This is an optimization exercise on Yosys and OpenROAD, whose aim is small area, a short achievable clock period and few clock cycles per item, not a production implementation.
No functional check of the RTL was part of any run shown here.
Power and IR drop assume default switching activity.

## flow/design.v (module list and top-level ports; edited modules follow where they fit)
// module lattice_interp: 1479 lines
// module lattice_fa: 10 lines
module lattice_interp (
  input  wire        clk,
  input  wire        rst,
  input  wire        in_valid,
  input  wire [63:0] in_x,         
  output reg         in_ready,
  output reg         mem_rd,
  output reg  [16:0] mem_addr,
  input  wire [15:0] mem_rdata,    
  output reg         out_valid,
  output reg  [15:0] out_y
);
  // ...
==> flow/flow/run.sh <==
#!/bin/bash
# Standard layout, with plain buffers (buf_2) on the ports instead of the
# delay buffers the port-buffering step picks by default, and timing repair
# aiming at a shorter period than the 10 ns clock.
set -euo pipefail
bash standard.sh "BUFFER_PORTS_ARGS=-buffer_cell sky130_fd_sc_hd__buf_2" SETUP_SLACK_MARGIN=6.3 finish > standard.log 2>&1
==> flow/standard.sh <==
#!/bin/bash
# synth_recipe.tcl (not shown) runs the flow's synth.tcl, then flattens the netlist and writes it again
# the make line also repeats each setting of config.mk as NAME=value (left out here)
make -C /OpenROAD-flow-scripts/flow DESIGN_CONFIG=/design/flow/config.mk WORK_HOME=/design/flow/orfs CLKGATE_MAP_FILE= SYNTH_SCRIPT=/design/flow/synth_recipe.tcl "${@:-finish}"
==> flow/config.mk <==
export PLATFORM = sky130hd
export DESIGN_NAME = lattice_interp
export DESIGN_NICKNAME = lattice_interp
export VERILOG_FILES = /design/flow/design.v
export SDC_FILE = /design/flow/constraint.sdc
export NUM_CORES = 4
export LEC_CHECK = 0
export CAP_MARGIN = 20
export CORE_MARGIN = 2
export CORE_UTILIZATION = 40
export CTS_BUF_LIST = sky130_fd_sc_hd__clkbuf_16
export CTS_CLUSTER_DIAMETER = 80
export CTS_CLUSTER_SIZE = 25
export SLEW_MARGIN = 20
export SYNTH_HIERARCHICAL = 1
==> flow/constraint.sdc <==
create_clock -name core_clock -period 10.0 [get_ports {clk}]
set_input_delay 2.0000 -clock core_clock [delete_from_list [all_inputs] [get_ports {clk}]]
set_output_delay 2.0000 -clock core_clock [all_outputs]
set_load 0.01 [all_outputs]
==> reports/summary.txt, run 1 <==
R2R setup slack = 6.34 ns
Clock buf count = 23
Grt met2 use = 0.360
Main combinational cell family by area after synthesis = adder cells
Worst skew pair latency = 0.55 ns
Leading cell category by total area = multi-input combinational cells
Peak supply drop = 0.000191 V
Synth Area in Simple Gates = 0.0954
Critical-path cell list = ha_2 -> fa_2 -> fa_1 -> mux2_2 -> ha_4 -> or4_4 -> o21ai_4 -> a21boi_2 -> o21a_1 -> o21a_1 -> o21a_1 -> nor2_2 -> xnor2_1
Top pwr grp = combinational logic
Seq_cells = 303
Post-layout instance area = 23,600 sq um
Wire per inst = 21.0 um
Yosys Warn Count = 7
Final Hold Violating Endpoints = 0
Largest regs = x_r (64), accn_c (32), accn_s (32)
Die area = 55,400 sq um
Postcts setup bufs = 0
Largest Register = x_r
Slew @ Worst Pin = 1.03 ns
Met3 usage = 0.0247
Number of global-route vias before repair = 15,468
Register area = 6910 sq um
PwrDens = 377 nW/um^2
Flop pwr share = 0.261
Clock buffers and inverters, area share = 0.0339
Status = timing/DRC/antenna clean
Clock sink count = 303
DRT Pass-1 Iters = 5
# fillers = 4,990
Area of the core = 52,800 sq um
Sw power = 3930 uW
Most frequent cells in the layout = ha_1 (210), fa_1 (204), dfxtp_1 (198)
Nonclk inv count = 162
Fin cells = 2,726
Most Crowded Layer GR = met2
EDFF count, synth = 80
==> run 2, diff against run 1 <==
==> flow/flow/run.sh (replaced) <==
#!/bin/bash
# Standard layout, with plain buffers (buf_2) on the ports instead of the
# delay buffers the port-buffering step picks by default, and timing repair
# aiming at a shorter period than the 10 ns clock.
set -euo pipefail
bash standard.sh "BUFFER_PORTS_ARGS=-buffer_cell sky130_fd_sc_hd__buf_2" SETUP_SLACK_MARGIN=6.6 finish > standard.log 2>&1
==> reports/summary.txt, run 2 <==
Largest regs = x_r (64), accn_c (32), accn_s (32)
Clock Tree Buf Depth = 3
Inserted Clock Buffers = 23
# fillers = 4,910 (-1.6%)
DR vias = 15,084
Initial core utilization = 0.406
Leak = 0.0102 uW
Std cell rows = 84
Global Route Usage Sum = 0.211
Largest Register = x_r
Area delta synth->final = 13.1%
Number of global-route vias before repair = 15,889 (+2.7%)
Synthesis-stage register bit count = 303
PwrDens = 376 nW/um^2 (-0.32%)
Final setup fails = 0
Max_cap viols = 0
Critical-path cell list = ha_4 -> fa_2 -> fa_2 -> mux2_4 -> ha_4 -> or4_4 -> o21ai_4 -> a21boi_4 -> o21a_1 -> o21a_1 -> buf_4 -> buf_6 -> nor3_2 -> nor2_1
Final nets = 2,560
Slowest stage delay, CP = 0.53 ns
Hold Path End = w2[8]
CTS H-tree lvls = 1
Crit share post-route = 0.365
WP data required = 10.47 ns
RSZ-0062 raised after global routing = true
Min-delay worst type = reg -> reg
I/O pins = 119
Die Ht = 235 um
Worst path top cell family by delay = adder cells
Initial antenna violation count = 3
Most frequent cell after synthesis = dfxtp_1
Via/cell ratio = 5.47
CP max-delay cell = fa_2
CTS clk-pin slew, worst paths = 0.10 ns
Ranking of synthesized cells by area = dfxtp_1 (21%), fa_1 (19%), ha_1 (13%)
Routability cong. = 0.937
EDFF count, synth = 80 (unchanged)
Commonest non-fill, non-tap cell in the layout = ha_1
Chip width = 235 um
Wire per inst = 20.9 um (-0.42%)
Max reg flops = 64
Worst rel slew slack = 0.290
Async set-reset flop share out of synthesis = 0
DRT Pass-1 Iters = 7 (+2)
Peak supply drop = 0.000235 V (+23%)
Most instantiated cells after synthesis = dfxtp_1 (223), ha_1 (216), fa_1 (206), inv_1 (154), xnor2_1 (145)
Top cell type's share of synthesized area = 0.208
Worst skew pair latency = 0.58 ns (+0.03 ns)
Mapped Cells = 1,960
Post-layout instance area = 24,200 sq um (+2.6%)
Max Slew Vio Count = 0
Drt drc = 0
Largest net degree at the start of global routing = 54
Min Hold Slack = 0.326 ns
Clock root cell = clkbuf_16
Clock sink count = 303 (unchanged)
Dominant synthesized flop cell = dfxtp_1
Most frequent cells in the layout = ha_1 (210), fa_1 (189), dfxtp_1 (177)
Distinct cell type count of the synthesized netlist = 72
CP Buf/Inv Count = 2
Global route overflow = 0
PortBufs = 118
Period minus WS final = 3.65 ns
Critical Path Start Type = flip-flop
Placed cell areas = 22,600 sq um
Slew @ Worst Pin = 1.05 ns (+0.0244 ns)
Sequential share of the synthesized area = 0.321
Worst r2r path cells = 14
Fmax = 274 MHz
Area of the core = 52,800 sq um (unchanged)
Average size of a mapped cell = 10.9 sq um
1st-iter DRT viols = 1,041
Worst Path Max Fanout = 3
Sum of negative setup slack = 0 ns
Antenna-violating nets left = 0
Layout cells sized above 1 = 0.194
Cell area after synthesis = 21,400 sq um
Syn Nets = 2,465
Die area = 55,400 sq um (unchanged)
Post-synth top area cell = dfxtp_1
Worst setup EP type = flip-flop
Final wirelength = 57.8 mm
R2R setup slack = 6.35 ns (about the same)
HPWL after DPL = 43.9 mm
Hold Startpoint = w_reg[8]
CTS tree = built
Critical path arrival = 4.12 ns
WS Path Type = reg -> reg
Worst reg2reg startpoint = ib[8]
Hold path depth = 0
Final Hold Violating Endpoints = 0 (unchanged)
First-pass GRT wire length = 92.1 mm
Fin Clk Skew = 0.0208 ns
Antenna cells = 0
Status = timing/DRC/antenna clean
Yosys Warn Count = 7 (unchanged)
Worst r2r dst = mem_addr[13]
run 2: area by class of cell:
cell class	instances	area (sq um)	share of cell area
timing repair buffer	170	1120	0.0462
sequential	303	6970	0.287
tap	688	861	0.0355
clock inverter	19	254	0.0105
inverter	162	618	0.0255
clock buffer	23	576	0.0237
multi-input combinational	1395	13800	0.571
run 2: Yosys stat by module (local to each module, per instance):
| module | times used | flops+latches | cells inside |
|---|---|---|---|
| lattice_fa | 191 | 0 | 1 |
| lattice_interp | 1 | 303 | 1769 |
run 2: metrics by stage:
stage,worst slack (ns),std cells,util,total power [uW]
2_1_floorplan,6.51,1960,-,6330
3_3_place_gp,5.81,2678,0.428,7720
3_5_place_dp,5.95,2680,0.429,7950
4_1_cts,6.41,2741,0.453,9120
5_1_grt,6.25,2760,0.459,10200
6_report,6.35,2760,0.459,9110
run 2: report_power, final:
group	internal, uW	switching, uW	total (uW)
registers	1850	500	2350
logic	2740	3000	5740
clock network	470	547	1020
run 2: cell families after synthesis:
family / Yosys count / synth area share
fa+ha+maj: 422 / 0.319
simple gates: 377 / 0.0954
compound gates: 368 / 0.123
flops: 303 / 0.321
buf+inv: 262 / 0.0466
xor+xnor: 200 / 0.0818
mux: 28 / 0.0145
run 2: how the worst max path moves through the flow:
stage / cells past startpoint / end / startpoint / slack [ns]
2_1_floorplan: 13 / mem_addr[14] / ib[5] / 6.51
3_3_place_gp: 5 / done[1] / in_x[31] / 5.81
3_5_place_dp: 7 / accn_c[20] / bneg[2] / 5.95
4_1_cts: 13 / mem_addr[14] / ib[8] / 6.41
5_1_grt: 15 / mem_addr[14] / ib[8] / 6.25
6_report: 14 / mem_addr[13] / ib[8] / 6.35
run 2: what timing repair did:
action                                  CTS  global route
endpoints found under the setup margin   43            55
cloned                                    3             0
resized for setup                        86            46
buffers inserted                         16            19
pin swaps                                32            25
hold buffers                              0             0
run 2: routing by layer:
layer  wire (um)  up-vias  global-route usage
met4        1480        2              0.0602
met3        3180       74              0.0288
met2       28400      476               0.366
met1       24700     7505               0.275
li1            -     7027                   -
met5          13        -                   0
==> run 3, diff against run 2 <==
==> flow/flow/run.sh (replaced) <==
#!/bin/bash
# Standard layout, with plain buffers (buf_2) on the ports instead of the
# delay buffers the port-buffering step picks by default, and timing repair
# aiming at a shorter period than the 10 ns clock.
set -euo pipefail
bash standard.sh "BUFFER_PORTS_ARGS=-buffer_cell sky130_fd_sc_hd__buf_2" SETUP_SLACK_MARGIN=6.9 finish > standard.log 2>&1
==> reports/summary.txt, run 3 <==
Status = timing/DRC/antenna clean
Yosys Warn Count = 7 (unchanged)
Via/cell ratio = 5.43 (-0.74%)
Largest Register = x_r
Clock sink count = 303 (unchanged)
Worst Path Max Fanout = 3 (unchanged)
Most instantiated cells after synthesis = dfxtp_1 (223), ha_1 (216), fa_1 (206), inv_1 (154), xnor2_1 (145)
Global route overflow = 0 (unchanged)
Average size of a mapped cell = 10.9 sq um (unchanged)
Hold Startpoint = w_reg[13]
Area of the core = 52,800 sq um (unchanged)
CTS H-tree lvls = 1 (unchanged)
Largest net degree at the start of global routing = 40 (-26%)
Chip width = 235 um (unchanged)
PortBufs = 118 (unchanged)
Wire per inst = 21.1 um (+1.0%)
Std cell rows = 84 (unchanged)
Critical Path Start Type = flip-flop
Min-delay worst type = reg -> reg
GRT met1 Usage = 0.268 (-0.00691)
Leak = 0.0105 uW (+3.8%)
Inserted Clock Buffers = 22 (-4.3%)
Fmax = 278 MHz (+1.5%)
PwrDens = 378 nW/um^2 (+0.53%)
Max_cap viols = 0 (unchanged)
Sequential share of the synthesized area = 0.321 (unchanged)
Ranking of synthesized cells by area = dfxtp_1 (21%), fa_1 (19%), ha_1 (13%)
Cell area after synthesis = 21,400 sq um (unchanged)
Worst reg2reg startpoint = ib[5]
Initial antenna violation count = 3 (unchanged)
Finished Core Util = 0.480 (+0.0202)
Drt drc = 0 (unchanged)
Most Crowded Layer GR = met2
Worst rel slew slack = 0.335 (+0.0450)
Dominant synthesized flop cell = dfxtp_1
DR vias = 15,342 (+1.7%)
Critical path startpoint = ib[5]
Post-synth top area cell = dfxtp_1
Mapped Cells = 1,960 (unchanged)
Met3 usage = 0.0284 (-0.000469)
CTS clk-pin slew, worst paths = 0.09 ns (about the same)
R2R setup slack = 6.40 ns (+0.05 ns)
Syn Nets = 2,465 (unchanged)
EDFF count, synth = 80 (unchanged)
Max reg flops = 64 (unchanged)
WP data required = 10.48 ns (about the same)
Final nets = 2,629 (+2.7%)
# fillers = 4,766 (-2.9%)
DRT Pass-1 Iters = 5 (-2)
Most frequent cells in the layout = ha_1 (205), dfxtp_1 (160), inv_1 (153)
Die area = 55,400 sq um (unchanged)
Sum of negative setup slack = 0 ns (unchanged)
Distinct cell type count of the synthesized netlist = 72 (unchanged)
Period minus WS final = 3.60 ns (-0.0539 ns)
Hold_buf cts = 0 (unchanged)
First-pass GRT wire length = 91.7 mm (-0.39%)
Antenna cells = 0 (unchanged)
Initial core utilization = 0.406 (unchanged)
Final setup fails = 0 (unchanged)
HPWL after DPL = 44.6 mm (+1.7%)
Slew @ Worst Pin = 0.988 ns (-0.0669 ns)
Synthesis-stage register bit count = 303 (unchanged)
Crit share post-route = 0.360 (-0.00539)
Routability cong. = 0.917 (-2.1%)
Global Route Usage Sum = 0.212 (+0.00113)
I/O pins = 119 (unchanged)
Most frequent cell after synthesis = dfxtp_1
Final wirelength = 59.8 mm (+3.5%)
Clock Tree Buf Depth = 3 (unchanged)
Async set-reset flop share out of synthesis = 0 (unchanged)
WS Path Type = reg -> reg
Critical path arrival = 4.08 ns (-0.04 ns)
Die Ht = 235 um (unchanged)
Largest regs = x_r (64), accn_c (32), accn_s (32)
Fin Clk Skew = 0.0220 ns (+0.00114 ns)
CTS tree = built
RSZ-0062 raised after global routing = true
Grt met2 use = 0.371 (+0.00475)
Clock root cell = clkbuf_16
1st-iter DRT viols = 968 (-7.0%)
Worst skew pair latency = 0.56 ns (-0.02 ns)
Commonest non-fill, non-tap cell in the layout = ha_1
Layout cells sized above 1 = 0.270 (+0.0761)
Antenna-violating nets left = 0 (unchanged)
Worst setup EP type = flip-flop
Top cell type's share of synthesized area = 0.208 (unchanged)
Max Slew Vio Count = 0 (unchanged)
Peak supply drop = 0.000306 V (+30%)
Final Hold Violating Endpoints = 0 (unchanged)
Area delta synth->final = 18.1%
Number of global-route vias before repair = 15,908 (+0.12%)
## run 3: cell counts after synthesis
No cell type changed its count.
## run 3: cell families (layout without fill, tap and decap cells)
| family | after synthesis | after routing | synth area share |
|---|---|---|---|
| adder cells (fa/ha/maj) | 422 | 422 | 0.319 |
| AND/OR/NAND/NOR | 377 | 377 | 0.0954 |
| AO/OA/AOI/OAI | 368 | 368 | 0.123 |
| flip-flops | 303 | 303 | 0.321 |
| buffers and inverters | 262 | 442 | 0.0466 |
| XOR/XNOR | 200 | 200 | 0.0818 |
| multiplexers | 28 | 28 | 0.0145 |
## run 3: critical path, cell delays in order (launching register included)
cell      delay (ns)
dfxtp_4         0.36
ha_4            0.23
fa_1            0.50
fa_2            0.43
mux2_4          0.28
ha_4            0.17
or4_4           0.51
o21ai_4         0.19
a21boi_2        0.09
o21a_1          0.19
o21a_1          0.19
o21a_1          0.19
nor2_2          0.09
xnor2_1         0.12
## run 3: worst paths after layout
check,cells past startpoint,to
min reg2reg,0,w2[13]
max,13,mem_addr[14]
min,0,w2[13]
max reg2reg,13,mem_addr[14]
## run 3: report_power, final
| part | switching, uW | total [uW] | internal (uW) | leakage, uW |
|---|---|---|---|---|
| logic | 3220 | 6280 | 3060 | 0.00747 |
| clock network | 509 | 976 | 467 | 0.000389 |
| registers | 444 | 2310 | 1860 | 0.00268 |
## run 3: repair_timing
action / in CTS / in global routing
setup endpoints to repair: 100 / 86
gates resized for setup: 140 / 116
gates cloned: 3 / 2
setup buffers: 64 / 42
pin swaps: 45 / 63
## run 3: area by class of cell
type                            count  area, sq um  area share
Clock buffer                       24          601      0.0237
Clock inverter                     16          180     0.00712
Timing Repair Buffer              240         1720      0.0679
Multi-Input combinational cell   1395        14300       0.563
Tap cell                          688          861      0.0340
Sequential cell                   303         7050       0.279
Inverter                          162          638      0.0252
## run 3: metrics by stage
step / instance area (sq um) / hold WS [ns] / instances / setup slack [ns] / power, uW
5_1_grt: 25300 / 0.333 / 2828 / 6.26 / 10600
3_3_place_gp: 22700 / 0.311 / 2676 / 5.76 / 7880
4_1_cts: 24500 / 0.329 / 2784 / 6.41 / 9400
6_report: 25300 / 0.328 / 2828 / 6.40 / 9560
3_5_place_dp: 22800 / 0.312 / 2677 / 6.24 / 8100
2_1_floorplan: 21800 / 0.310 / 1960 / 6.55 / 6490
## run 3: Yosys stat by module (local to each module, per instance)
module / cell area, sq um / times used
lattice_interp: 17600 / 1
lattice_fa: 20.0 / 191
## run 3: routing by layer
layer | wire length (um) | vias up
met4 | 2700 | 4
met2 | 29000 | 519
met5 | 16 | -
met1 | 25000 | 7530
li1 | - | 7177
met3 | 3020 | 112

separate check: timing with driven ports:
No port has a modelled driver above. Below, the same layouts with a new extraction and two added sets of constraints.
Step 1 sets driving cells, clkbuf_16 on the clock port and buf_2 on the other inputs (assumed; they add their load-dependent delay and slew).
Step 2 times the ports against the registers' clock, not the clock port: input delays grow and output delays shrink by t, the midpoint of the rising clock arrivals with the driver on.
a / b / c = no drivers / after step 1 / after step 2; a / b = the first two.
run | t, ns | setup slack, ns | latest minus earliest clock arrival (ns)
run 1 | 0.596 | 6.344 / 6.344 / 6.267 | 0.024 / 0.024
run 2 | 0.621 | 6.347 / 6.347 / 6.347 | 0.022 / 0.022
run 3 | 0.601 | 6.400 / 6.400 / 6.400 | 0.024 / 0.024
After both steps every run listed still meets setup and hold. The setup slack of run 1, which loses most, moves by 0.000 ns with the drivers and by -0.077 ns with both steps.
